Context: an optimization exercise on an open-source flow, tuned for small area and a short achievable clock period. The choices shown serve that exercise and are no tape-out recipe. RTL that was checked went through simulation tests only; none was proved equivalent to the original. Power and IR drop assume default switching activity.

// hb1dec
module hb1dec (
    input  wire        clk,
    input  wire        rst,         
    input  wire        in_valid,
    input  wire [31:0] in_data,
    output reg         out_valid,
    output reg  [31:0] out_data
);
    reg        iv;
    reg [15:0] dlo, dhi;
    reg [15:0] hreg;     
    reg        phase;    
    reg        a1;       
    reg        ea1;      
    reg        b1;       
    reg        nb1;      
    reg        c2, c3, c4;
    reg        c2k;      
    reg        nc2k;     
    reg        nnb;      
    reg  [9:0] vo;       
    wire oacc = iv & phase;
    wire eacc = iv & ~phase;
    always @(posedge clk) begin
        c2k  <= b1;
        nc2k <= ~b1;
        nnb  <= nb1;
        dlo  <= in_data[15:0];
        dhi  <= in_data[31:16];
        hreg <= dhi;
        if (rst) begin
            iv <= 1'b0;
            phase <= 1'b0;
            a1 <= 1'b0; ea1 <= 1'b0; b1 <= 1'b0; nb1 <= 1'b1;
            c2 <= 1'b0; c3 <= 1'b0; c4 <= 1'b0;
            out_valid <= 1'b0;
            vo <= 10'd0;
        end else begin
            iv <= in_valid;
            if (iv) phase <= ~phase;
            a1 <= oacc; ea1 <= eacc; b1 <= a1; nb1 <= ~a1;
            c2 <= b1; c3 <= c2; c4 <= c3;
            out_valid <= c4;
            if (oacc) vo <= {vo[8:0], 1'b1};
        end
    end
    reg [15:0] os0, os1, os2, os3, os4, os5, os6, os7, os8, os9, os10, os11, os12, os13, os14, os15, os16, os17, os18;
  ...
clock: 18.0 ns
lec_check: 0
cap_margin: 20
core_margin: 2
core_utilization: 60
slew_margin: 60
synth_hierarchical: 1
synth_minimum_keep_size: 0
standard.sh (not shown) runs the stock make flow with config.mk's settings and CLKGATE_MAP_FILE= SYNTH_SCRIPT=/design/flow/synth_recipe.tcl, a recipe that flattens the netlist after the stock synthesis.
==> flow/flow/run.sh <==
#!/bin/bash
# The standard layout (the standard.sh), with the port buffers made of
# buf_2 cells instead of the cell buffer_ports picks by default, and clock
# tree synthesis without dummy loads and with clkbuf_8 leaf buffers.
set -euo pipefail
export BUFFER_PORTS_ARGS="-buffer_cell sky130_fd_sc_hd__buf_2"
export CTS_ARGS="-sink_clustering_enable -repair_clock_nets -sink_clustering_size 16 -sink_clustering_max_diameter 80 -dont_use_dummy_load -sink_clustering_buffer sky130_fd_sc_hd__clkbuf_8"
bash standard.sh > standard.log 2>&1
Edit:
==> flow/flow/run.sh (replaced) <==
#!/bin/bash
# The standard layout (the standard.sh), with the port buffers made of
# buf_2 cells instead of the cell buffer_ports picks by default, and clock
# tree synthesis without dummy loads.
set -euo pipefail
export BUFFER_PORTS_ARGS="-buffer_cell sky130_fd_sc_hd__buf_2"
export CTS_ARGS="-sink_clustering_enable -repair_clock_nets -sink_clustering_size 24 -sink_clustering_max_diameter 100 -dont_use_dummy_load"
bash standard.sh > standard.log 2>&1
- SLEW_MARGIN: 60 -> 85
After rerunning: The new run passed the timing, design-rule and antenna checks; combinational power grows by well over a third; first-iteration DRC count is lower by roughly a tenth; final area climbs by a few percent; sequential share of layout area went down by 2.0 points; critical path depth grows by 17; power is higher by a little under a tenth; global-route usage rises by 0.53 points; synthesized cell count does not change.
Edit:
==> flow/flow/run.sh (replaced) <==
#!/bin/bash
# The standard layout (the standard.sh), with the port buffers made of
# buf_2 cells instead of the cell buffer_ports picks by default, and clock
# tree synthesis without dummy loads.
set -euo pipefail
export BUFFER_PORTS_ARGS="-buffer_cell sky130_fd_sc_hd__buf_2"
export CTS_ARGS="-sink_clustering_enable -repair_clock_nets -sink_clustering_size 30 -sink_clustering_max_diameter 80 -dont_use_dummy_load"
bash standard.sh > standard.log 2>&1
- CORE_UTILIZATION: 60 -> 65
- SLEW_MARGIN: 85 -> 60
Design area fell by 5.2%; combinational power fell by 29%; register-to-register slack improves by 5.8 ns; clock power stays flat; cell count fell by 3.7%; setup slack improves by 5.8 ns.
Edit:
==> flow/flow/run.sh (replaced) <==
#!/bin/bash
# The standard layout (the standard.sh), with the port buffers made of
# buf_2 cells instead of the cell buffer_ports picks by default, and clock
# tree synthesis without dummy loads.
set -euo pipefail
export BUFFER_PORTS_ARGS="-buffer_cell sky130_fd_sc_hd__buf_2"
export CTS_ARGS="-sink_clustering_enable -repair_clock_nets -sink_clustering_size 24 -sink_clustering_max_diameter 100 -dont_use_dummy_load"
bash standard.sh > standard.log 2>&1
- CORE_UTILIZATION: 65 -> 60
Result:
- setup slack gets better by 0.095 ns
- maximum frequency went up by 2.1%
- total power is about the same
- routed wire length hardly moves
- area after synthesis does not change
- combinational power went up by about 2%
- core utilization went down by 4.8 points
Edit:
- SLEW_MARGIN: 60 -> 75
After rerunning: Sequential cell count stays the same; clock power climbs by about 1%; power increases by 0.72%; cell count increases by 0.51%; routed wire length climbs by 0.95%; via count is about the same; count of clock-buffer cells in the layout increases by 1.

========
== v5 ==
Another version of the RTL of hb1dec (not shown whole).
Size: ~760 flip-flops, roughly 68 I/O pins, about 0.036 sq mm of cells after synthesis.
Settings: LEC_CHECK=0, CAP_MARGIN=20, CORE_MARGIN=2, CORE_UTILIZATION=60, SLEW_MARGIN=60, SYNTH_HIERARCHICAL=1, SYNTH_MINIMUM_KEEP_SIZE=0; clock period 18.0 ns.
==> flow/flow/run.sh <==
#!/bin/bash
# The standard layout (the standard.sh), with the port buffers made of
# buf_2 cells instead of the cell buffer_ports picks by default, and clock
# tree synthesis without dummy loads.
set -euo pipefail
export BUFFER_PORTS_ARGS="-buffer_cell sky130_fd_sc_hd__buf_2"
export CTS_ARGS="-sink_clustering_enable -repair_clock_nets -sink_clustering_size 24 -sink_clustering_max_diameter 100 -dont_use_dummy_load"
bash standard.sh > standard.log 2>&1
v5 went all the way through the flow, and no timing, DRC or antenna check failed.
> inputs changed (v5 -> v29)
Settings: changing SLEW_MARGIN from 60 to 20.
Results
v5: no failed stages, no open violations at the end
v29 did not stop at any stage, and its layout met the timing, design-rule and antenna checks.
Of v29 and v5, v29 shows the lower utilization after layout, with v5 above it.
Diff v5 -> v29: area of all placed cells without fillers lost about 0.6%; non-clock buffer count lost 7.
Function was not checked in any run of this note: the RTL went through the layout flow alone.

========
## job 101
Another version of the RTL of hb1dec (not shown whole).
Size in the first run: roughly 2700 cells after synthesis, ~770 flip-flops, about 68 I/O pins, roughly 38000 sq um of cells after synthesis.
==> flow/design.v (excerpt) <==
module hb1dec (
    input  wire        clk,
    input  wire        rst,         
    input  wire        in_valid,
    input  wire [31:0] in_data,
    output reg         out_valid,
    output reg  [31:0] out_data
);
Settings: LEC_CHECK=0, CAP_MARGIN=20, CORE_MARGIN=2, CORE_UTILIZATION=40, SLEW_MARGIN=20, SYNTH_HIERARCHICAL=1, SYNTH_MINIMUM_KEEP_SIZE=0; clock period 18.0 ns.
run.sh (not shown) runs the stock make flow with config.mk's settings and CLKGATE_MAP_FILE= SYNTH_SCRIPT=/design/flow/synth_recipe.tcl, a recipe that flattens the netlist after the stock synthesis.
Stock flow here: none of the scripts above is used.
#### Input delta (job 102 over job 101)
Settings: CTS_BUF_LIST now sky130_fd_sc_hd__clkbuf_8, previously not set; CTS_CLUSTER_SIZE now 25, previously not set.
==> comparison <==
Post-route standard cell area excluding fillers, job 102 and job 101: higher on job 101. Job 102 ends up with a hold slack that is 0.0047 ns higher than in job 101. Job 101 → job 102: number of DRC markers in iteration 0 decreased about 8%, share of the core filled with cells has decreased, combinational share of power rose 0.6 points, combinational power held steady, synthesized cell count essentially unchanged. Going from job 101 to job 102, the transition time at the pin with the least slew margin was found to have gone up by 0.11 ns.

========
Another version of the RTL of hb1dec (not shown whole).
Size: ~2300 cells after synthesis, ~68 I/O pins.
export LEC_CHECK = 0
export CAP_MARGIN = 20
export CORE_MARGIN = 2
export CORE_UTILIZATION = 40
export CTS_CLUSTER_DIAMETER = 60
export CTS_CLUSTER_SIZE = 32
export SLEW_MARGIN = 20
export SYNTH_HIERARCHICAL = 1
export SYNTH_MINIMUM_KEEP_SIZE = 0
create_clock -name core_clock -period 18.0 [get_ports {clk}]
standard.sh (not shown) runs the stock make flow with config.mk's settings and CLKGATE_MAP_FILE= SYNTH_SCRIPT=/design/flow/synth_recipe.tcl, a recipe that flattens the netlist after the stock synthesis.
==> flow/flow/run.sh <==
#!/bin/bash
# The standard layout (the standard.sh), with the port buffers made of
# buf_2 cells instead of the cell buffer_ports picks by default.
set -euo pipefail
export BUFFER_PORTS_ARGS="-buffer_cell sky130_fd_sc_hd__buf_2"
bash standard.sh > standard.log 2>&1
The first run went through all stages and came out clean.
Then changed:
- CTS_CLUSTER_DIAMETER: 60 -> 100
- CTS_CLUSTER_SIZE: 32 -> 24
Effect:
- power fell by a little under a tenth
- global-route usage hardly moves
- setup slack improved by 0.025 ns
- via count is about the same
- wire length hardly moves
Then changed:
==> flow/run.sh (new file) <==
#!/bin/bash
# synth_recipe.tcl (not shown) runs the flow's synth.tcl, then flattens the netlist and writes it again
# the make line also repeats each setting of config.mk as NAME=value (left out here)
make -C /OpenROAD-flow-scripts/flow DESIGN_CONFIG=/design/flow/config.mk WORK_HOME=/design/flow/orfs CLKGATE_MAP_FILE= SYNTH_SCRIPT=/design/flow/synth_recipe.tcl finish
removed: flow/flow/run.sh
removed: flow/standard.sh
Cell count is about the same. Global-route usage went down by 0.43 points. First-iteration DRC count went up by 6.1%. Power went down by 1.1%. Core utilization went up by 0.29 points. Final area went up by 0.66%.

========
## v36
hb1dec, a different RTL version from the one above (not shown whole).
For scale: roughly 790 flip-flops, roughly 68 I/O pins.
==> flow/design.v (excerpt) <==
module hb1dec (
    input  wire        clk,
    input  wire        rst,         
    input  wire        in_valid,
    input  wire [31:0] in_data,
    output reg         out_valid,
    output reg  [31:0] out_data
);
==> flow/config.mk <==
export PLATFORM = sky130hd
export DESIGN_NAME = hb1dec
export DESIGN_NICKNAME = hb1dec
export VERILOG_FILES = /design/flow/design.v
export SDC_FILE = /design/flow/constraint.sdc
export NUM_CORES = 4
export LEC_CHECK = 0
export CAP_MARGIN = 20
export CORE_MARGIN = 2
export CORE_UTILIZATION = 60
export CTS_CLUSTER_DIAMETER = 100
export CTS_CLUSTER_SIZE = 24
export SLEW_MARGIN = 20
export SYNTH_HIERARCHICAL = 1
export SYNTH_MINIMUM_KEEP_SIZE = 0
==> flow/constraint.sdc <==
create_clock -name core_clock -period 18.0 [get_ports {clk}]
set_input_delay 3.6000 -clock core_clock [delete_from_list [all_inputs] [get_ports {clk}]]
set_output_delay 3.6000 -clock core_clock [all_outputs]
set_load 0.01 [all_outputs]
==> flow/flow/run.sh <==
#!/bin/bash
# The standard layout (the standard.sh), with the port buffers made of
# buf_2 cells instead of the cell buffer_ports picks by default.
set -euo pipefail
export BUFFER_PORTS_ARGS="-buffer_cell sky130_fd_sc_hd__buf_2"
bash standard.sh > standard.log 2>&1
diff inputs: v36 => v50
==> flow/flow/run.sh <==
#!/bin/bash
# The standard layout (the standard.sh), with the port buffers made of
# buf_2 cells instead of the cell buffer_ports picks by default, and clock
# tree synthesis without dummy loads.
set -euo pipefail
export BUFFER_PORTS_ARGS="-buffer_cell sky130_fd_sc_hd__buf_2"
export CTS_ARGS="-sink_clustering_enable -repair_clock_nets -sink_clustering_size 24 -sink_clustering_max_diameter 100 -dont_use_dummy_load"
bash standard.sh > standard.log 2>&1
--- a/flow/config.mk
+++ b/flow/config.mk
@@ -9,5 +9,3 @@
 export CORE_MARGIN = 2
-export CORE_UTILIZATION = 60
-export CTS_CLUSTER_DIAMETER = 100
-export CTS_CLUSTER_SIZE = 24
+export CORE_UTILIZATION = 70
 export SLEW_MARGIN = 20
Notes after the runs:
v50: full flow OK, the timing, design-rule and antenna checks passed. In the reports for v36 and v50, the smaller met1 track utilization from global routing belongs to v36. v50 vs. v36: area overhead of the layout relative to synthesis fell 0.92 points, die area went down, worst-case setup margin in the final layout lower, wire length of the first global-routing pass went up about 7%.
The inputs of v37 differ from those of v50 as listed below.
==> flow/flow/run.sh <==
#!/bin/bash
# The standard layout (the standard.sh), with the port buffers made of
# buf_2 cells instead of the cell buffer_ports picks by default.
set -euo pipefail
export BUFFER_PORTS_ARGS="-buffer_cell sky130_fd_sc_hd__buf_2"
bash standard.sh > standard.log 2>&1
--- a/flow/config.mk
+++ b/flow/config.mk
@@ -9,4 +9,6 @@
 export CORE_MARGIN = 2
-export CORE_UTILIZATION = 70
-export SLEW_MARGIN = 20
+export CORE_UTILIZATION = 40
+export CTS_CLUSTER_DIAMETER = 100
+export CTS_CLUSTER_SIZE = 24
+export SLEW_MARGIN = 75
 export SYNTH_HIERARCHICAL = 1
## What came out
- Lower switching portion of total power was reported by v50, not v37.
- Comparing the two runs side by side, v37 comes out ahead of v50 on maximum frequency.
- As far as number of buffers between clock root and the deepest sink goes, v37 and v50 are indistinguishable; the numbers are identical.
- Taking v50 as the reference, in v37 via count moved down; total power +160 uW; final wirelength went up; worst setup slack grew by 53 ps.
- v50 reports its critical path startpoint as pr1[14] while v37 reports out_data[5].
- Of v37 and v50, v37 shows the higher footprint of the flip-flops and latches, with v50 below it.
- Post-route clock period utilization: v37 vs v50 down 0.30 points
- v50 has lower layout overhead on the synthesized area than v37.
- Where static leakage power is concerned, v50 is better than v37.
For v28, these inputs were changed with respect to v37:
--- a/flow/config.mk
+++ b/flow/config.mk
@@ -12,3 +12,3 @@
 export CTS_CLUSTER_SIZE = 24
-export SLEW_MARGIN = 75
+export SLEW_MARGIN = 20
 export SYNTH_HIERARCHICAL = 1
### Flow results
Against v37, v28 reports a period utilization that is higher.
v28 does worse than v37 on worst-case clock skew.
Count of clock-buffer cells in the layout in v28 is 1 above v37.
Going from v37 to v28, the sum of buffers and inverters on the critical path was found to have gone down by 1.
For hold slack, v28 and v37 come out practically identical.
v37 → v28: overall routed net length saw little to no change; largest stage delay on the critical path picked up an extra 590 ps.
v28 did not stop at any stage, and its layout met the timing, design-rule and antenna checks.
v37 → v28: register share of the cell area went up by 0.52 points; final total power now sits lower.
Input changes introduced in v10 (baseline for comparison: v28):
==> flow/flow/run.sh <==
#!/bin/bash
# The standard layout (the standard.sh), with the port buffers made of
# buf_2 cells instead of the cell buffer_ports picks by default, and clock
# tree synthesis without dummy loads.
set -euo pipefail
export BUFFER_PORTS_ARGS="-buffer_cell sky130_fd_sc_hd__buf_2"
export CTS_ARGS="-sink_clustering_enable -repair_clock_nets -sink_clustering_size 24 -sink_clustering_max_diameter 100 -dont_use_dummy_load"
bash standard.sh > standard.log 2>&1
--- a/flow/config.mk
+++ b/flow/config.mk
@@ -9,6 +9,4 @@
 export CORE_MARGIN = 2
-export CORE_UTILIZATION = 40
-export CTS_CLUSTER_DIAMETER = 100
-export CTS_CLUSTER_SIZE = 24
-export SLEW_MARGIN = 20
+export CORE_UTILIZATION = 70
+export SLEW_MARGIN = 75
 export SYNTH_HIERARCHICAL = 1
### Flow results
Area after synthesis: v10 vs v28 identical. Post-layout minimum cycle time, v10 and v28: higher on v28. Delta (v10 minus v28): post-route cell area now smaller, total power shows a reduction of 2.8%, maximum number of pins on one net before global-route repair down about 40%, proportion of total power due to net switching went down. For v28, the launching element of the worst setup path was pr1[6], unlike v10, where it was out_valid.
No run of this note included a check of the RTL's function; only the layout flow was run.

[afterwards: timing with drivers on the ports]
Ports are ideal in the flow. The routed layouts listed here were re-timed in OpenROAD.
Step 1 (the two cells are an assumption about what drives the block):
set clk [get_ports {clk}]
set_driving_cell -lib_cell sky130_fd_sc_hd__clkbuf_16 $clk
set_driving_cell -lib_cell sky130_fd_sc_hd__buf_2 [delete_from_list [all_inputs] $clk]
Step 2 adds t to the input delays and takes it off the output delays; t is the mean of the earliest and latest rising clock arrival at the registers after step 1. Input paths then give back, and output paths get back, about the clock's delay inside the block.
Three values: ideal ports, drivers, drivers and shift; two values: the first two.
| run | shift t [ns] | setup WS [ns] | worst setup path after step 2 | slew at the worst register clock pin (ns) | worst data-port slew with drivers (ns) |
|---|---|---|---|---|---|
| the first run of note 1 | 0.635 | 13.322 / 13.300 / 13.322 | register to register | 0.11 / 0.11 | 0.04 |
| the second run of note 1 | 0.645 | 7.454 / 7.454 / 7.454 | register to register | 0.10 / 0.10 | 0.05 |
| the third run of note 1 | 0.629 | 13.265 / 13.263 / 13.265 | register to register | 0.11 / 0.11 | 0.04 |
| the fourth run of note 1 | 0.641 | 13.360 / 13.306 / 13.360 | register to register | 0.10 / 0.10 | 0.03 |
| the fifth run of note 1 | 0.633 | 13.377 / 13.312 / 13.449 | register to register | 0.09 / 0.09 | 0.03 |
| v5 | 0.629 | 13.280 / 13.280 / 12.752 | input to register | 0.10 / 0.10 | 0.05 |
| v29 | 0.631 | 13.184 / 13.230 / 12.599 | input to register | 0.10 / 0.10 | 0.05 |
| job 101 | 0.709 | 12.907 / 12.843 / 13.004 | input to register | 0.07 / 0.07 | 0.04 |
| job 102 | 0.856 | 12.740 / 12.679 / 13.018 | input to register | 0.07 / 0.07 | 0.04 |
| the first run of note 4 | 0.701 | 13.212 / 13.212 / 13.212 | register to register | 0.11 / 0.11 | 0.05 |
| the second run of note 4 | 0.674 | 13.237 / 13.237 / 13.237 | register to register | 0.10 / 0.10 | 0.05 |
| the third run of note 4 | 0.670 | 12.921 / 12.856 / 13.051 | input to register | 0.10 / 0.10 | 0.04 |
| v36 | 0.657 | 13.265 / 13.199 / 13.299 | register to register | 0.10 / 0.10 | 0.03 |
| v50 | 0.620 | 13.245 / 13.238 / 13.245 | register to register | 0.10 / 0.10 | 0.05 |
| v37 | 0.675 | 13.298 / 13.237 / 13.399 | register to register | 0.10 / 0.10 | 0.04 |
| v28 | 0.655 | 12.986 / 12.986 / 12.986 | register to register | 0.10 / 0.10 | 0.04 |
| v10 | 0.625 | 13.274 / 13.210 / 13.434 | register to register | 0.10 / 0.10 | 0.05 |
After both steps setup and hold are still met in every run listed. For v29, which loses most, drivers alone change the setup slack by +0.046 ns; drivers and shift together by -0.585 ns.
